Source: an optimization exercise on an open RTL-to-GDS flow (aim: small area, a short achievable clock period and few clock cycles per item). Production flows keep margins and buffers that such runs may drop. The RTL was checked by simulation tests, not by an equivalence proof against the original design.

// rolk_xu
module rolk_xu (
    input  wire        clk,
    input  wire        rst,           
    input  wire        in_valid,
    output wire        in_ready,
    input  wire [31:0] in_insn,
    input  wire [63:0] in_ga,
    input  wire [63:0] in_gb,
    input  wire [63:0] in_gc,
    input  wire [63:0] in_gd,
    input  wire [31:0] in_seed,
    output reg         out_valid,
    output reg         out_illegal,
    output reg  [63:0] out_result
);
Size: roughly 440 flip-flops, about 390 I/O pins, ~62000 µm² of cells after synthesis.
Settings: LEC_CHECK=0, ABC_AREA=1, CAP_MARGIN=35, CORE_MARGIN=2, CORE_UTILIZATION=25, GPL_TIMING_DRIVEN=1, SLEW_MARGIN=35; clock period 10.0 ns.
standard.sh (not shown) runs the stock make flow with config.mk's settings and CLKGATE_MAP_FILE= SYNTH_SCRIPT=/design/flow/synth_recipe.tcl, a recipe that flattens the netlist after the stock synthesis.
==> flow/flow/run.sh <==
#!/bin/bash
set -euo pipefail
cd "$(dirname "$0")/.."
bash standard.sh SETUP_SLACK_MARGIN=6.5 \
    "BUFFER_PORTS_ARGS=-buffer_cell sky130_fd_sc_hd__buf_1" \
    "CTS_ARGS=-sink_clustering_enable -repair_clock_nets -dont_use_dummy_load -sink_clustering_size 14 -sink_clustering_max_diameter 60 -buf_list {sky130_fd_sc_hd__clkbuf_4 sky130_fd_sc_hd__clkbuf_8}" \
    finish > make.log 2>&1
The baseline completed without violations.
Testbench counts at the start, summed over its fixed seeds: cycles 15,943, items 8,000.
Edit:
==> flow/flow/run.sh (replaced) <==
#!/bin/bash
set -euo pipefail
cd "$(dirname "$0")/.."
bash standard.sh SETUP_SLACK_MARGIN=6.6 \
    "BUFFER_PORTS_ARGS=-buffer_cell sky130_fd_sc_hd__buf_1" \
    "CTS_ARGS=-sink_clustering_enable -repair_clock_nets -dont_use_dummy_load -sink_clustering_size 14 -sink_clustering_max_diameter 60 -buf_list {sky130_fd_sc_hd__clkbuf_4 sky130_fd_sc_hd__clkbuf_8}" \
    finish > make.log 2>&1
--- a/flow/config.mk
+++ b/flow/config.mk
@@ -9,5 +9,5 @@
 export CAP_MARGIN = 35
 export CORE_MARGIN = 2
-export CORE_UTILIZATION = 25
+export CORE_UTILIZATION = 30
 export GPL_TIMING_DRIVEN = 1
 export SLEW_MARGIN = 35
What happened:
- sequential share of layout area came out lower by 0.30 points
- synthesized cell count is unchanged
- first-iteration DRC count came out lower by 3.2%
- worst setup slack improved by 0.043 ns
- hold slack is better by 0.0033 ns
- final area rose by 2.4%
- critical path depth came out lower by 1
Edit:
==> flow/flow/run.sh (replaced) <==
#!/bin/bash
set -euo pipefail
cd "$(dirname "$0")/.."
bash standard.sh SETUP_SLACK_MARGIN=6.5 \
    "BUFFER_PORTS_ARGS=-buffer_cell sky130_fd_sc_hd__buf_1" \
    "CTS_ARGS=-sink_clustering_enable -repair_clock_nets -dont_use_dummy_load -sink_clustering_size 14 -sink_clustering_max_diameter 60 -buf_list {sky130_fd_sc_hd__clkbuf_4 sky130_fd_sc_hd__clkbuf_8}" \
    finish > make.log 2>&1
--- a/flow/config.mk
+++ b/flow/config.mk
@@ -9,5 +9,5 @@
 export CAP_MARGIN = 35
 export CORE_MARGIN = 2
-export CORE_UTILIZATION = 30
+export CORE_UTILIZATION = 35
 export GPL_TIMING_DRIVEN = 1
 export SLEW_MARGIN = 35
Die area drops by 14%.
Setup slack hardly moves.
Hold slack degrades by 0.029 ns.
Fmax hardly moves.
Design area drops by 2.1%.
Routed wire length climbs by 5.3%.
Flip-flop and latch count does not change.
Count of clock-buffer cells in the layout drops by 2.
Edit:
--- a/flow/config.mk
+++ b/flow/config.mk
@@ -9,5 +9,5 @@
 export CAP_MARGIN = 35
 export CORE_MARGIN = 2
-export CORE_UTILIZATION = 35
+export CORE_UTILIZATION = 30
 export GPL_TIMING_DRIVEN = 1
 export SLEW_MARGIN = 35
What happened: Core utilization shrinks by 6.2 points; sequential cell count does not change; synthesized cell count does not change; first-iteration DRC count grows by 2.0%.

## static timing again, ports no longer ideal
The results above use ideal ports. As a check the final layouts listed here were re-extracted and re-timed, cells and wires unchanged.
Step 1, drivers: a clkbuf_16 drives clk and a buf_2 each remaining input, both assumed.
Step 2 times the ports against the registers' clock, not the clock port: input delays grow and output delays shrink by t, the midpoint of the rising clock arrivals with the driver on.
Three values: ideal, step 1, step 2; two values: the first two.
| run | shift t [ns] | setup slack, ns | hold slack, ns | latest minus earliest clock arrival (ns) | pins driven straight from the clock port |
|---|---|---|---|---|---|
| the first run | 0.922 | 6.277 / 6.277 / 5.534 | 0.444 / 0.444 / 0.444 | 0.199 / 0.198 | 1 |
| the second run | 0.927 | 6.320 / 6.320 / 5.661 | 0.448 / 0.448 / 0.448 | 0.192 / 0.192 | 1 |
| the third run | 0.881 | 6.318 / 6.318 / 5.600 | 0.418 / 0.418 / 0.418 | 0.155 / 0.155 | 1 |
| the fourth run | 0.917 | 6.295 / 6.295 / 5.594 | 0.446 / 0.446 / 0.446 | 0.167 / 0.168 | 1 |
After both steps setup and hold are still met in every run listed. For the first run, which loses most, drivers alone change the setup slack by 0.000 ns; drivers and shift together by -0.743 ns.
